Context: an optimization exercise on an open-source flow, tuned for small area and a short achievable clock period. The choices shown serve that exercise and are no tape-out recipe. No functional check of the RTL was part of any run shown here.

## flow/design.v (module list and top-level ports; edited modules follow where they fit)
// module rs37_decoder: 2298 lines
module rs37_decoder (
    input  wire         clk,
    input  wire         rst,
    input  wire         in_valid,
    input  wire [295:0] in_word,
    input  wire [2:0]   in_poison,
    output reg          out_valid,
    output reg  [255:0] out_data,
    output reg  [1:0]   out_result,
    output reg  [7:0]   out_sym_a,
    output reg  [7:0]   out_sym_b
);
  // ...
==> flow/flow/run.sh <==
#!/bin/bash
# Own flow: the standard layout (standard.sh), whose synthesis runs with a different abc
# script (see synth.tcl). Each tool's output goes to orfs/logs; make's output to flow_make.log.
set -euo pipefail
WORK=$(pwd)
export OWN_WORK=$WORK
export OWN_ABC_SCRIPT=$WORK/flow/abc.script
bash standard.sh SYNTH_SCRIPT=$WORK/flow/synth.tcl finish > $WORK/flow_make.log 2>&1
==> flow/flow/abc.script <==
strash
dch
map -a
topo
stime -c
buffer -c
upsize -c
dnsize -c
==> flow/flow/synth.tcl <==
# The standard synthesis (synth_recipe.tcl, unchanged), with one difference: abc maps the
# combinational logic with flow/abc.script (area-oriented mapping, then buffering and sizing)
# instead of ORFS's abc_speed.script. Flip-flops are mapped by dfflibmap as before.
proc abc {args} {
  set i [lsearch -exact $args -script]
  if {$i >= 0} { lset args [expr {$i + 1}] $::env(OWN_ABC_SCRIPT) }
  yosys abc {*}$args
}
source $::env(OWN_WORK)/synth_recipe.tcl
==> flow/standard.sh <==
#!/bin/bash
# synth_recipe.tcl (not shown) runs the flow's synth.tcl, then flattens the netlist and writes it again
# the make line also repeats each setting of config.mk as NAME=value (left out here)
make -C /OpenROAD-flow-scripts/flow DESIGN_CONFIG=/design/flow/config.mk WORK_HOME=/design/flow/orfs CLKGATE_MAP_FILE= SYNTH_SCRIPT=/design/flow/synth_recipe.tcl "${@:-finish}"
==> flow/config.mk <==
export PLATFORM = sky130hd
export DESIGN_NAME = rs37_decoder
export DESIGN_NICKNAME = rs37_decoder
export VERILOG_FILES = /design/flow/design.v
export SDC_FILE = /design/flow/constraint.sdc
export NUM_CORES = 4
export LEC_CHECK = 0
export CAP_MARGIN = 20
export CORE_MARGIN = 2
export CORE_UTILIZATION = 40
export PLACE_DENSITY = 0.6
export SLEW_MARGIN = 20
==> flow/constraint.sdc <==
create_clock -name core_clock -period 25.0 [get_ports {clk}]
set_input_delay 5.0000 -clock core_clock [delete_from_list [all_inputs] [get_ports {clk}]]
set_output_delay 5.0000 -clock core_clock [all_outputs]
set_load 0.01 [all_outputs]
==> reports/qor.csv, run 1 <==
stage,metric,value,unit
routing,drc,0,
setup_path,critPathMaxFanout,49,
finish,n_clock_buffer,207,
setup_path,crit_slowest_cell,dfxtp_1,
routing,viasPerCell,5.40,
logic_synthesis,synth_seq_cells,1490,
timing,timing.fmax,97.7,MHz
finish,fillers,17921,
timing,rsz0062_at_grt,false,
clock_tree,numClockSinks,1490,
setup_path,critPathLaunchType,register,
global_route,grtUsageTotal,0.420,
clock_tree,clk_latency,860,ps
finish,inverters,556,
clock_tree,cts_resized,0,
routing,vias,65190,
floorplan,die_w,438,µm
outcome,outcome,"complete, no violations",
setup_path,path_depth,29,
placed_design,place_congestion,1.18,
finish,largest_cell_class,multi-input combinational cells,
timing,finalHoldViolCount,0,
setup_path,critPathMaxStageDelay,870,ps
setup_path,crit_path_frequent_cell,xor2_1,
routing,firstDrtPassIters,6,
hold_path,hold_end,d_r4[89],
clock_tree,numCtsBuffers,153,
clock_tree,cts_buffer_depth,3,
timing,tns,0,ps
routing,totalWireLength,416000,µm
setup_path,critPathKind,reg2reg,
finish,n_antenna_cell,34,
clock_tree,cts_tree,yes,
logic_synthesis,synthMuxAreaShare,0,
==> run 2, diff against run 1 <==
--- a/flow/design.v
+++ b/flow/design.v
@@ -2153,94 +2153,100 @@
     wire [7:0] s0 = syn[7:0];
     wire [7:0] s1 = syn[15:8];
     wire [7:0] s2 = syn[23:16];
     wire [7:0] s3 = syn[31:24];
     wire [7:0] s4 = syn[39:32];
     wire nz = syn != 40'd0;
     wire [255:0] d = w1[255:0];
     wire m = m1;
-    wire [7:0] det = gf_mul(s0, s2) ^ gf_sq(s1);
-    wire [7:0] n1 = gf_mul(s0, s3) ^ gf_mul(s1, s2);
-    wire [7:0] n2 = gf_sq(s2) ^ gf_mul(s1, s3);
     reg v2;
     reg [7:0] s0_r2;
     reg [7:0] s1_r2;
     reg [7:0] s2_r2;
     reg [7:0] s3_r2;
     reg [7:0] s4_r2;
     reg nz_r2;
     reg [255:0] d_r2;
     reg m_r2;
-    reg [7:0] det_r2;
-    reg [7:0] n1_r2;
-    reg [7:0] n2_r2;
     always @(posedge clk) begin
         if (rst)
             v2 <= 1'b0;
         else
             v2 <= v1;
         s0_r2 <= s0;
         s1_r2 <= s1;
         s2_r2 <= s2;
         s3_r2 <= s3;
         s4_r2 <= s4;
         nz_r2 <= nz;
         d_r2 <= d;
         m_r2 <= m;
-        det_r2 <= det;
-        n1_r2 <= n1;
-        n2_r2 <= n2;
     end
-    wire two = det_r2 != 8'd0;
-    wire [7:0] a_c = two ? det_r2 : s0_r2;
-    wire [7:0] b_c = two ? n2_r2 : s2_r2;
-    wire [7:0] lsel = two ? n1_r2 : s1_r2;
-    wire kz = (gf_mul(a_c, s4_r2) ^ gf_mul(n1_r2, s3_r2) ^ gf_mul(b_c, s2_r2)) == 8'd0;
-    wire n1z = n1_r2 == 8'd0;
+    wire [7:0] det = gf_mul(s0_r2, s2_r2) ^ gf_sq(s1_r2);
+    wire [7:0] n1 = gf_mul(s0_r2, s3_r2) ^ gf_mul(s1_r2, s2_r2);
+    wire [7:0] n2 = gf_sq(s2_r2) ^ gf_mul(s1_r2, s3_r2);
+    wire two = det != 8'd0;
+    wire [7:0] a_c = two ? det : s0_r2;
+    wire [7:0] b_c = two ? n2 : s2_r2;
+    wire [7:0] lsel = two ? n1 : s1_r2;
     wire [7:0] inva = gf_inv(a_c);
-    wire [7:0] invn = gf_inv(n1_r2);
-    wire [7:0] n2d = gf_mul(n2_r2, det_r2);
-    wire [7:0] s1d = gf_mul(s1_r2, det_r2);
-    wire [7:0] l1 = gf_mul(lsel, inva);
-    wire [7:0] cq = gf_mul(n2d, gf_sq(invn));
-    wire [7:0] q = two ? gf_mul(s1d, invn) : s0_r2;
+    wire [7:0] invn = gf_inv(n1);
+    wire [7:0] n2d = gf_mul(n2, det);
+    wire [7:0] s1d = gf_mul(s1_r2, det);
     reg v3;
     reg [7:0] s0_r3;
+    reg [7:0] s2_r3;
+    reg [7:0] s3_r3;
+    reg [7:0] s4_r3;
     reg nz_r3;
     reg [255:0] d_r3;
     reg m_r3;
+    reg [7:0] n1_r3;
     reg two_r3;
-    reg kz_r3;
-    reg n1z_r3;
-    reg [7:0] l1_r3;
-    reg [7:0] cq_r3;
-    reg [7:0] q_r3;
+    reg [7:0] a_c_r3;
+    reg [7:0] b_c_r3;
+    reg [7:0] lsel_r3;
+    reg [7:0] inva_r3;
+    reg [7:0] invn_r3;
+    reg [7:0] n2d_r3;
+    reg [7:0] s1d_r3;
     always @(posedge clk) begin
         if (rst)
             v3 <= 1'b0;
         else
             v3 <= v2;
         s0_r3 <= s0_r2;
+        s2_r3 <= s2_r2;
+        s3_r3 <= s3_r2;
+        s4_r3 <= s4_r2;
         nz_r3 <= nz_r2;
         d_r3 <= d_r2;
         m_r3 <= m_r2;
+        n1_r3 <= n1;
         two_r3 <= two;
-        kz_r3 <= kz;
-        n1z_r3 <= n1z;
-        l1_r3 <= l1;
-        cq_r3 <= cq;
-        q_r3 <= q;
+        a_c_r3 <= a_c;
+        b_c_r3 <= b_c;
+        lsel_r3 <= lsel;
+        inva_r3 <= inva;
+        invn_r3 <= invn;
+        n2d_r3 <= n2d;
+        s1d_r3 <= s1d;
     end
-    wire [7:0] z = two_r3 ? qsolve(cq_r3) : 8'h01;
-    wire en1 = nz_r3 & ~m_r3 & kz_r3 & (two_r3 ? ~cq_r3[5] : n1z_r3);
-    wire en2 = nz_r3 & ~m_r3 & kz_r3 & two_r3 & ~cq_r3[5];
-    wire [7:0] x1 = gf_mul(l1_r3, z);
-    wire [7:0] x2 = x1 ^ l1_r3;
-    wire [7:0] y1 = q_r3 ^ gf_mul(s0_r3, z ^ 8'h01);
+    wire kz = (gf_mul(a_c_r3, s4_r3) ^ gf_mul(n1_r3, s3_r3) ^ gf_mul(b_c_r3, s2_r3)) == 8'd0;
+    wire n1z = n1_r3 == 8'd0;
+    wire [7:0] l1 = gf_mul(lsel_r3, inva_r3);
+    wire [7:0] cq = gf_mul(n2d_r3, gf_sq(invn_r3));
+    wire [7:0] q = two_r3 ? gf_mul(s1d_r3, invn_r3) : s0_r3;
+    wire [7:0] z = two_r3 ? qsolve(cq) : 8'h01;
+    wire en1 = nz_r3 & ~m_r3 & kz & (two_r3 ? ~cq[5] : n1z);
+    wire en2 = nz_r3 & ~m_r3 & kz & two_r3 & ~cq[5];
+    wire [7:0] x1 = gf_mul(l1, z);
+    wire [7:0] x2 = x1 ^ l1;
+    wire [7:0] y1 = q ^ gf_mul(s0_r3, z ^ 8'h01);
     wire [7:0] y2 = y1 ^ s0_r3;
     reg v4;
     reg nz_r4;
     reg [255:0] d_r4;
     reg m_r4;
     reg two_r4;
     reg en1_r4;
     reg en2_r4;
==> flow/flow/run.sh (replaced) <==
#!/bin/bash
# Own flow: the standard layout (standard.sh) with two changes:
#  - synthesis maps the combinational logic with flow/abc.script (area-oriented
#    mapping, then buffering and sizing) instead of ORFS's abc_speed.script;
#    the rest of the synthesis is synth_recipe.tcl unchanged (see synth.tcl);
#  - the port buffers are buf_2 cells (ORFS's buffer_ports picks a delay cell,
#    clkdlybuf4s50_1, by default). Every port still gets its buffer.
# The ORFS tools write their logs to orfs/logs; make's output is in flow_make.log.
set -euo pipefail
WORK=$(pwd)
export OWN_WORK=$WORK
export OWN_ABC_SCRIPT=$WORK/flow/abc.script
bash standard.sh SYNTH_SCRIPT=$WORK/flow/synth.tcl \
  "BUFFER_PORTS_ARGS=-buffer_cell sky130_fd_sc_hd__buf_2" finish > $WORK/flow_make.log 2>&1
==> flow/config.mk (replaced) <==
export PLATFORM = sky130hd
export DESIGN_NAME = rs37_decoder
export DESIGN_NICKNAME = rs37_decoder
export VERILOG_FILES = /design/flow/design.v
export SDC_FILE = /design/flow/constraint.sdc
export NUM_CORES = 4
export LEC_CHECK = 0
export CAP_MARGIN = 20
export CORE_MARGIN = 2
export CORE_UTILIZATION = 50
export PLACE_DENSITY = 0.65
export SLEW_MARGIN = 20
==> run 2 against run 1 <==
  * Critical endpoint is now inva_r3[7]
  * Still clean on timing, DRC and antenna
  * Synthesized cell count fell by 0.25%
  * Via count rose by 5.7%
  * First-iteration DRC count grew 21%
  * Routed wire length decreased by 2.6%
  * Die area shrank 19%
  * Worst hold slack improved by 5.8 ps
==> reports/qor.csv, run 2 <==
stage,metric,value,unit,change
outcome,outcome,"complete, no violations",,unchanged
setup_path,critPathKind,reg2reg,,unchanged
clock_tree,cts_tree,yes,,unchanged
finish,final_common_cell,xor2_1,,unchanged
finish,layout_common_cells,"1,699 x xor2_1, 1,519 x dfxtp_1, 1,394 x nand2_1",,"was 1,813 x xor2_1, 1,544 x nand2_1, 1,482 x dfxtp_1"
global_route,grt_pass1_vias,65346,,"was 61,360"
floorplan,die_y,393,µm,was 438 µm
placed_design,place_ws,17870,ps,"was 15,280 ps"
finish,synthToLayoutAreaGrowth,14.6,%,was 19.5%
setup_path,critPathLaunchType,register,,unchanged
timing,tns,0,ps,unchanged
global_route,grt_max_degree,71,,was 64
clock_tree,numCtsBuffers,146,,was 153
floorplan,die-area,155000,µm²,"was 192,000 µm²"
finish,drive_gt1_frac,0.123,,was 0.0648
clock_tree,cts_resized,0,,unchanged
timing,rsz0062_at_grt,false,,unchanged
timing,fin_skew,71.1,ps,was 41.5 ps
global_route,grt_pass1_wl,536000,µm,"was 544,000 µm"
finish,top_register,w1,,unchanged
clock_tree,cts_buffer_depth,3,,unchanged
timing,max_slew_margin,0.0571,,was 0.151
timing,worst_pin_slew,1410,ps,was 1270 ps
logic_synthesis,ys_types,73,,was 66
timing,timing.fmax,135,MHz,was 97.7 MHz
logic_synthesis,synth_top_area_share,0.401,,was 0.396
logic_synthesis,syn_nets,9077,,"was 9,088"
global_route,antenna_found_initial,58,,was 56
global_route,gr-total-overflow,0,,unchanged
clock_tree,numClockSinks,1520,,"was 1,490"
logic_synthesis,synth_warnings,1,,unchanged
routing,wl_per_cell,35.0,µm,was 34.4 µm
placed_design,portBuffers,576,,unchanged
timing,finalHoldViolCount,0,,unchanged
floorplan,core,150000,µm²,"was 187,000 µm²"
finish,post-route-util,0.578,,was 0.480
finish,fin_nets,9716,,"was 9,744"
clock_tree,hold_buffers,0,,unchanged
setup_path,cp.arrival,8120,ps,"was 10,910 ps"
hold_path,hold_class,reg2reg,,unchanged
floorplan,start_util,0.505,,was 0.402
logic_synthesis,netlist_instances,8738,,"was 8,760"
logic_synthesis,synth.area.top_cells,"dfxtp_1 40%, xor2_1 20%, xnor2_1 16%",,"was dfxtp_1 40%, xor2_1 21%, xnor2_1 15%"
clock_tree,htreeDepth,4,,unchanged
logic_synthesis,synth_area,75800,µm²,"was 75,300 µm²"
logic_synthesis,synth.avg_cell_area,8.68,µm²,was 8.60 µm²
flow_run,maxCapViolations,0,,unchanged
floorplan,ios,577,,unchanged
logic_synthesis,ys_seq_area_frac,0.401,,was 0.396
floorplan,rows,142,,was 159
routing,drc,0,,unchanged
routing,ant_nets,0,,unchanged
logic_synthesis,async_flop_share,0,,unchanged
floorplan,die_w,393,µm,was 438 µm
finish,fillers,12401,,"was 17,921"
timing,timing.final.max_slew_violations,0,,unchanged
placed_design,place_congestion,1.15,,was 1.18
routing,viasPerCell,5.96,,was 5.40
timing,setup_violations,0,,unchanged
timing,post-route-min-period,7420,ps,"was 10,230 ps"
routing,firstDrtPassIters,10,,was 6
finish,largest_reg_flops,296,,unchanged
setup_path,critPathMaxFanout,35,,was 49
setup_path,required,25700,ps,"was 25,680 ps"
logic_synthesis,synth-edff-count,0,,unchanged
logic_synthesis,synth_seq_cells,1520,,"was 1,490"
routing,drt_iter0_drc,11104,,"was 9,154"
logic_synthesis,synth_flop_cell,dfxtp_1,,unchanged
timing,hold_ws,308,ps,was 303 ps
clock_tree,clk_latency,840,ps,was 860 ps
global_route,grtUsageTotal,0.502,,was 0.420
placed_design,hpwl,319000,µm,"was 344,000 µm"
logic_synthesis,synthTopCellsByCount,"1,702 x xor2_1, 1,520 x dfxtp_1, 1,396 x nand2_1, 1,396 x xnor2_1, 942 x nor2_1",,"was 1,816 x xor2_1, 1,545 x nand2_1, 1,490 x dfxtp_1, 1,268 x xnor2_1, 882 x nor2_1"
clock_tree,clk_pin_slew,70,ps,about the same
setup_path,end_kind,register,,unchanged
timing,setup_ws,17580,ps,"was 14,770 ps"
routing,vias,68904,,"was 65,190"
timing,post-route-period-util,0.297,,was 0.409
logic_synthesis,synth_largest_area_cell,dfxtp_1,,unchanged
routing,totalWireLength,405000,µm,"was 416,000 µm"
clock_tree,post_cts_buffers,0,,unchanged
logic_synthesis,yosysMostFrequentCell,xor2_1,,unchanged
clock_tree,root_buffer,clkbuf_16,,unchanged
## run 2: cell count changes after synthesis, moves of 21 or more
| cell | before | now |
|---|---|---|
| a21oi_1 | 125 | 149 |
| dfxtp_1 | 1490 | 1520 |
| nand2_1 | 1545 | 1396 |
| nand3_1 | 131 | 85 |
| nor2_1 | 882 | 942 |
| o211ai_1 | 40 | 19 |
| o21ai_0 | 163 | 186 |
| xnor2_1 | 1268 | 1396 |
| xor2_1 | 1816 | 1702 |
## run 2: logic make-up (layout without fill, tap and decap cells)
logic type	count (synthesis)	count (layout)	synth area share
other cells	0	47	0
buf+inv	806	1561	0.0419
compound gates	558	558	0.0444
xor+xnor	3113	3113	0.361
simple gates	2703	2703	0.145
flops	1520	1520	0.401
fa+ha+maj	38	38	0.00624
## run 2: stage by stage
stage          instances  instance area, µm²
2_1_floorplan       8738               75800
6_report           11556               86800
3_5_place_dp       11241               81400
3_3_place_gp       11240               81400
5_1_grt            11523               86800
4_1_cts            11505               86700
## run 2: cell type report
class,count,area (µm²),area share
Timing Repair Buffer,726,4020,0.0463
Antenna cell,47,118,0.00135
Multi-Input combinational cell,6412,42300,0.488
Clock inverter,71,1200,0.0138
Clock buffer,193,4050,0.0466
Sequential cell,1520,30400,0.350
Tap cell,2016,2520,0.0290
Inverter,571,2150,0.0248
## run 2: worst paths after layout
path         slack (ps)     start         end  cells past startpoint
max               17580  s0_r2[6]  inva_r3[7]                     25
min                 310  d_r3[65]    d_r4[65]                      0
max reg2reg       17580  s0_r2[6]  inva_r3[7]                     25
min reg2reg         310  d_r3[65]    d_r4[65]                      0
## run 2: worst max-delay path: stages (launching register included)
cell,delay (ps)
dfxtp_1,720
inv_1,260
xor2_2,300
xor2_2,600
xor2_1,230
nand2_1,80
xor2_1,150
or2_0,220
nand2_1,460
inv_1,260
nor2_1,320
nand3_2,590
inv_2,430
nand2_1,120
nand2_2,320
inv_2,210
ha_1,400
nor2_1,260
inv_1,110
nand2_1,120
nor2_1,110
inv_1,160
o21ai_0,230
o22ai_1,200
o211ai_1,100
a32o_1,270
## run 2: per-layer routing
layer,wire (µm),track usage,share of wire
met5,264,0.00431,0.00065
met4,32900,0.322,0.081
met3,60800,0.204,0.15
met2,160000,0.705,0.40
met1,151000,0.631,0.37

==> re-timing with driven ports <==
The flow's constraints put no driver on any port. The routed layouts listed below were extracted and timed again, unchanged, in two steps.
Step 1: set_driving_cell puts a clkbuf_16 on clk and a buf_2 on each other input, an assumption about the parent block.
Step 2 times the ports against the registers' clock, not the clock port: input delays grow and output delays shrink by t, the midpoint of the rising clock arrivals with the driver on.
Three values: no drivers, after step 1, after step 2; two values: the first two.
run | t, ns | setup slack, ns | worst register clock-pin slew, ns | pins driven straight from the clock port
run 1 | 0.923 | 14.769 / 14.769 / 14.769 | 0.08 / 0.08 | 1
run 2 | 0.898 | 17.580 / 17.580 / 17.580 | 0.08 / 0.08 | 1
After both steps every run listed still meets setup and hold.
